What follows belongs to an exercise in optimizing a design on an open flow for small area and a short achievable clock period; a production flow would make more cautious choices. RTL that was checked went through simulation tests only; none was proved equivalent to the original. Power is estimated from default activity; no workload was simulated.

==> flow/design.v <==
module dec_unit (
    input  wire         clk,
    input  wire         rst,       
    input  wire         trig,      
    input  wire [1:0]   op,        
    input  wire [127:0] a,
    input  wire [127:0] b,
    output reg  [127:0] r,         
    output wire         done,      
    output reg          cpl,       
    output reg          dov,       
    output reg          exc,       
    output wire [15:0]  detail     
);
    reg [127:0] a_q, b_q;          
    wire [127:0] at = a_q ^ {{32{1'b1}}, 32'd0, {32{1'b1}}, 32'd0};
    wire [127:0] bt = b_q ^ {{32{1'b1}}, 32'd0, {32{1'b1}}, 32'd0};
    reg         chk_q;
    reg [4:0]   cnt;               
    reg         done_q;            
    reg         pre_q;             
    reg         wrn_q;             
    reg         sh_q, lg_q;        
    reg         es_q;              
    reg         na_q;              
    reg         c_q;               
    reg         g_q;               
    reg         z_q;               
    reg         fa_q;              
    reg         inv_q;             
    reg         bop_q;             
    reg [4:0]   bidx_q;            
    assign done   = done_q;
    assign detail = {4'd0, bidx_q, bop_q, 1'b1, 5'd0};
    wire first  = (cnt == 5'd1);
    wire over15 = |(at[127:64] | bt[127:64]);
    wire over23 = |(at[127:96] | bt[127:96]);
    wire p1     = first | (sh_q ? (cnt == 5'd2)
                                : ((cnt[4:2] == 3'd0) & (cnt[1:0] != 2'd0)) | (cnt == 5'd4));
    wire p2     = es_q & ~g_q & (sh_q ? ((cnt == 5'd3) | (cnt == 5'd4))
                                      : ((cnt[4:2] == 3'd1) & (cnt[1:0] != 2'd0)) | (cnt == 5'd8));
    wire half   = first ? ~over15 : (sh_q | (cnt > 5'd8));
    wire fseg   = first | (cnt[0] & (sh_q | cnt[3] | cnt[4] | ~cnt[1]));
    wire nin    = es_q & (p1 | p2);            
    reg [31:0] sl;
    reg [7:0]  bad_a, bad_b, nz;
    reg        c;
    reg [3:0]  x, y, o;
    reg [4:0]  t;
    reg        co, c0, c1;
    integer i;
    always @* begin
        c = first ? es_q : (fseg ? 1'b0 : c_q);
        for (i = 0; i < 8; i = i + 1) begin
            x = at[4*i +: 4];
            y = bt[4*i +: 4];
            if (nin) y = {~(y[3] | y[2] | y[1]), y[2] ^ y[1], y[1], ~y[0]};
            if (i < 3) begin
                t  = {1'b0, x} + {1'b0, y} + {4'd0, c};
                co = t[4] | (t[3] & (t[2] | t[1]));
                o  = t[3:0] + {1'b0, co, co, 1'b0};
                c0 = 1'b0;
                c1 = 1'b0;
            end else begin
                t  = {1'b0, x} + {1'b0, y};
                c0 = t[4] | (t[3] & (t[2] | t[1]));
                c1 = t[4] | (t[3] & (t[2] | t[1] | t[0]));
                co = c ? c1 : c0;
                o  = t[3:0] + {1'b0, co, co, c};
            end
            if (p2) o = {~(o[3] | o[2] | o[1]), o[2] ^ o[1], o[1], ~o[0]};
            sl[4*i +: 4] = o;
            bad_a[i] = at[4*i+3] & (at[4*i+2] | at[4*i+1]);
            bad_b[i] = bt[4*i+3] & (bt[4*i+2] | bt[4*i+1]);
            nz[i]    = |o;
            if (i == 0 && fseg) begin
                sl[3:0]  = first ? bt[3:0] : at[3:0];      
                bad_a[0] = ~chk_q & (at[3:0] < 4'hA);
                bad_b[0] = bt[3:0] < 4'hA;
                nz[0]    = 1'b0;
            end else
                c = co;
        end
    end
    function [2:0] low8(input [7:0] v);
        integer j;
        begin
            low8 = 3'd0;
            for (j = 7; j >= 0; j = j - 1)
                if (v[j]) low8 = j[2:0];
        end
    endfunction
    wire [1:0] seg = cnt[1:0] - 2'd1;
    wire       neg_r   = es_q ? (g_q ? (na_q & ~z_q) : ~na_q)
                              : (na_q & ~(z_q & ~g_q));
    wire [3:0] sign_r  = chk_q ? at[3:0] : {3'b110, neg_r};
    wire       cdig    = sh_q & ~es_q & g_q;      
    wire       invalid = inv_q;
    wire       a_bad   = |bad_a;
    wire       b_bad   = |bad_b;
    wire       near    = lg_q ? (cnt == 5'd16) :
                         sh_q ? (cnt == 5'd4) : (cnt == 5'd10);
    wire       fin     = pre_q & ~trig;
    wire       r_wr    = ~(rst | wrn_q | trig);
    wire       r_hold  = ~rst & (wrn_q | trig);
    wire ld_a  = trig & ~op[1];
    wire t_h   = ~trig & half;                 
    wire t_f   = ~trig & ~half;                
    wire na_ld = (a[3:0] == 4'hB) || (a[3:0] == 4'hD);
    wire nb_ld = (b[3:0] == 4'hB) || (b[3:0] == 4'hD);
    always @(posedge clk) begin
        if (trig) begin
            chk_q <= op[1];
            na_q  <= na_ld;
            es_q  <= ~op[1] & (na_ld ^ nb_ld ^ op[0]);
        end
        a_q[31:0]   <=   (a[31:0]   & {32{ld_a}}) | (at[63:32] & {32{~trig}});
        a_q[63:32]  <= ~((a[63:32]  & {32{ld_a}}) | (sl & {32{t_h}}) | (at[95:64] & {32{t_f}}));
        a_q[95:64]  <=   (a[95:64]  & {32{ld_a}}) | (at[127:96] & {32{~trig}});
        a_q[127:96] <= ~((a[127:96] & {32{ld_a}}) | (at[95:64] & {32{t_h}}) | (sl & {32{t_f}}));
        b_q <= ((b & {128{trig}}) | ({32'd0, bt[127:32]} & {128{~trig}}))
             ^ {{32{1'b1}}, 32'd0, {32{1'b1}}, 32'd0};
        if (first) begin
            sh_q <= ~over15;
            lg_q <= over23;
        end
        c_q <= c;
        if (p1) begin
            g_q  <= c;
            z_q  <= ~(|nz) & (first | z_q);
            fa_q  <= a_bad | (fa_q & ~first);
            inv_q <= a_bad | b_bad | (inv_q & ~first);
            if (a_bad & (~fa_q | first)) begin
                bop_q  <= 1'b0;
                bidx_q <= {seg, low8(bad_a)};
            end else if (b_bad & (~inv_q | first)) begin
                bop_q  <= 1'b1;
                bidx_q <= {seg, low8(bad_b)};
            end
        end
        cnt    <= trig ? 5'd1 : cnt + 5'd1;
        dov    <= ~invalid & ~es_q & g_q & lg_q;
        exc    <= invalid;
        pre_q <= ~rst & ~trig & ~done_q & near;
        wrn_q <= ~(~rst & ~trig & ~done_q & near & ~inv_q);  
        r <= ({at[127:65], at[64] | cdig, at[63:4], sign_r} & {128{r_wr}})
           | (r & {128{r_hold}});
        if (rst) begin
            done_q <= 1'b1;
            cpl    <= 1'b0;
        end else begin
            done_q <= ~trig & (done_q | pre_q);
            cpl    <= fin;
        end
    end
endmodule
export LEC_CHECK = 0
export CAP_MARGIN = 20
export CORE_MARGIN = 2
export CORE_UTILIZATION = 65
export SLEW_MARGIN = 60
create_clock -name core_clock -period 70.0 [get_ports {clk}]
standard.sh (not shown) runs the stock make flow with config.mk's settings and CLKGATE_MAP_FILE= SYNTH_SCRIPT=/design/flow/synth_recipe.tcl, a recipe that flattens the netlist after the stock synthesis.
==> flow/flow/run.sh <==
#!/bin/bash
# Standard ORFS layout, with the port buffers made from the smallest buffer
# cell (every input and output port still gets its own buffer), a two-level
# buffer tree for the trigger input's high-fanout nets before repair_design,
# and a clock tree of larger sink clusters from small buffers, without dummy
# loads.
set -euo pipefail
export BUFFER_PORTS_ARGS="-buffer_cell sky130_fd_sc_hd__buf_1"
export PRE_RESIZE_TCL="$PWD/flow/pre_resize.tcl"
export CTS_ARGS="-sink_clustering_enable -repair_clock_nets -dont_use_dummy_load -sink_clustering_size 14 -sink_clustering_max_diameter 90 -buf_list {sky130_fd_sc_hd__clkbuf_4 sky130_fd_sc_hd__clkbuf_8}"
bash standard.sh > standard.log 2>&1
Other scripts of this flow, unchanged in this note and not shown: flow/flow/pre_resize.tcl
Edit:
==> flow/design.v (replaced) <==
module dec_unit (
    input  wire         clk,
    input  wire         rst,       
    input  wire         trig,      
    input  wire [1:0]   op,        
    input  wire [127:0] a,
    input  wire [127:0] b,
    output reg  [127:0] r,         
    output wire         done,      
    output reg          cpl,       
    output reg          dov,       
    output reg          exc,       
    output wire [15:0]  detail     
);
    reg [127:0] a_q, b_q;          
    reg         chk_q;
    reg [4:0]   cnt;               
    reg         done_q;            
    reg         pre_q;             
    reg         wrn_q;             
    reg         sh_q, lg_q;        
    reg         es_q;              
    reg         na_q;              
    reg         c_q;               
    reg         g_q;               
    reg         z_q;               
    reg         fa_q;              
    reg         inv_q;             
    reg         bop_q;             
    reg [4:0]   bidx_q;            
    assign done   = done_q;
    assign detail = {4'd0, bidx_q, bop_q, 1'b1, 5'd0};
    wire first  = (cnt == 5'd1);
    wire over15 = |(a_q[127:64] | b_q[127:64]);
    wire over23 = |(a_q[127:96] | b_q[127:96]);
    wire p1     = first | (sh_q ? (cnt == 5'd2)
                                : ((cnt[4:2] == 3'd0) & (cnt[1:0] != 2'd0)) | (cnt == 5'd4));
    wire p2     = es_q & ~g_q & (sh_q ? ((cnt == 5'd3) | (cnt == 5'd4))
                                      : ((cnt[4:2] == 3'd1) & (cnt[1:0] != 2'd0)) | (cnt == 5'd8));
    wire half   = first ? ~over15 : (sh_q | (cnt > 5'd8));
    wire fseg   = first | (cnt[0] & (sh_q | cnt[3] | cnt[4] | ~cnt[1]));
    wire nin    = es_q & (p1 | p2);            
    reg [31:0] sl;
    reg [7:0]  bad_a, bad_b, nz;
    reg        c;
    reg [3:0]  x, y, o;
    reg [4:0]  t;
    reg        co, c0, c1;
    integer i;
    always @* begin
        c = first ? es_q : (fseg ? 1'b0 : c_q);
        for (i = 0; i < 8; i = i + 1) begin
            x = a_q[4*i +: 4];
            y = b_q[4*i +: 4];
            if (nin) y = {~(y[3] | y[2] | y[1]), y[2] ^ y[1], y[1], ~y[0]};
            t  = {1'b0, x} + {1'b0, y};
            c0 = t[4] | (t[3] & (t[2] | t[1]));           
            c1 = t[4] | (t[3] & (t[2] | t[1] | t[0]));    
            co = c ? c1 : c0;
            o  = t[3:0] + {1'b0, co, co, c};
            if (p2) o = {~(o[3] | o[2] | o[1]), o[2] ^ o[1], o[1], ~o[0]};
            sl[4*i +: 4] = o;
            bad_a[i] = a_q[4*i+3] & (a_q[4*i+2] | a_q[4*i+1]);
            bad_b[i] = b_q[4*i+3] & (b_q[4*i+2] | b_q[4*i+1]);
            nz[i]    = |o;
            if (i == 0 && fseg) begin
                sl[3:0]  = first ? b_q[3:0] : a_q[3:0];    
                bad_a[0] = ~chk_q & (a_q[3:0] < 4'hA);
                bad_b[0] = b_q[3:0] < 4'hA;
                nz[0]    = 1'b0;
            end else
                c = co;
        end
    end
    function [2:0] low8(input [7:0] v);
        integer j;
        begin
            low8 = 3'd0;
            for (j = 7; j >= 0; j = j - 1)
                if (v[j]) low8 = j[2:0];
        end
    endfunction
    wire [1:0] seg = cnt[1:0] - 2'd1;
    wire       neg_r   = es_q ? (g_q ? (na_q & ~z_q) : ~na_q)
                              : (na_q & ~(z_q & ~g_q));
    wire [3:0] sign_r  = chk_q ? a_q[3:0] : {3'b110, neg_r};
    wire       cdig    = sh_q & ~es_q & g_q;      
    wire       invalid = inv_q;
    wire       a_bad   = |bad_a;
    wire       b_bad   = |bad_b;
    wire       near    = lg_q ? (cnt == 5'd16) :
                         sh_q ? (cnt == 5'd4) : (cnt == 5'd10);
    wire       fin     = pre_q & ~trig;
    wire       r_wr    = ~(rst | wrn_q | trig);
    wire       r_hold  = ~rst & (wrn_q | trig);
    wire ld_a  = trig & ~op[1];
    wire t_h   = ~trig & half;                 
    wire t_f   = ~trig & ~half;                
    wire na_ld = (a[3:0] == 4'hB) || (a[3:0] == 4'hD);
    wire nb_ld = (b[3:0] == 4'hB) || (b[3:0] == 4'hD);
    always @(posedge clk) begin
        if (trig) begin
            chk_q <= op[1];
            na_q  <= na_ld;
            es_q  <= ~op[1] & (na_ld ^ nb_ld ^ op[0]);
        end
        a_q[31:0]   <= (a[31:0]   & {32{ld_a}}) | (a_q[63:32] & {32{~trig}});
        a_q[63:32]  <= (a[63:32]  & {32{ld_a}}) | (sl & {32{t_h}}) | (a_q[95:64] & {32{t_f}});
        a_q[95:64]  <= (a[95:64]  & {32{ld_a}}) | (a_q[127:96] & {32{~trig}});
        a_q[127:96] <= (a[127:96] & {32{ld_a}}) | (a_q[95:64] & {32{t_h}}) | (sl & {32{t_f}});
        b_q <= (b & {128{trig}}) | ({32'd0, b_q[127:32]} & {128{~trig}});
        if (first) begin
            sh_q <= ~over15;
            lg_q <= over23;
        end
        c_q <= c;
        if (p1) begin
            g_q  <= c;
            z_q  <= ~(|nz) & (first | z_q);
            fa_q <= a_bad | (fa_q & ~first);
            inv_q <= a_bad | b_bad | (inv_q & ~first);
            if (a_bad & (~fa_q | first)) begin
                bop_q  <= 1'b0;
                bidx_q <= {seg, low8(bad_a)};
            end else if (b_bad & (~inv_q | first)) begin
                bop_q  <= 1'b1;
                bidx_q <= {seg, low8(bad_b)};
            end
        end
        cnt    <= trig ? 5'd1 : cnt + 5'd1;
        dov    <= ~invalid & ~es_q & g_q & lg_q;
        exc    <= invalid;
        pre_q <= ~rst & ~trig & ~done_q & near;
        wrn_q <= ~(~rst & ~trig & ~done_q & near & ~inv_q);  
        r <= ({a_q[127:65], a_q[64] | cdig, a_q[63:4], sign_r} & {128{r_wr}})
           | (r & {128{r_hold}});
        if (rst) begin
            done_q <= 1'b1;
            cpl    <= 1'b0;
        end else begin
            done_q <= ~trig & (done_q | pre_q);
            cpl    <= fin;
        end
    end
endmodule
Worst setup slack improved by 120 ps.
Synthesized cell count went down by a few percent.
Combinational power rises by about a fifth.
Cell count goes down slightly.
Die area increases by a few percent.
Via count falls slightly.
Core utilization rose by 0.11 points.
Only the layout flow was run in the second run of this note; the RTL was not checked for function there.

separate check: timing with driven ports:
In the flow no input, the clock included, has a driving cell. The finished layouts below were timed again as built, in two steps.
Step 1 assumes that a clkbuf_16 drives the clock port and a buf_2 every other input.
Step 2 times the ports against the registers' clock, not the clock port: input delays grow and output delays shrink by t, the midpoint of the rising clock arrivals with the driver on.
Three values: ideal ports, drivers, drivers and shift; two values: the first two.
run | t, ns | setup slack, ns | worst setup path after step 2 | worst data-port slew with drivers (ns)
the first run | 0.599 | 54.606 / 54.628 / 54.029 | input to register | 0.08
the second run | 0.588 | 54.727 / 54.745 / 54.157 | input to register | 0.09
After both steps every run listed still meets setup and hold. The setup slack of the first run, which loses most, moves by +0.022 ns with the drivers and by -0.577 ns with both steps.
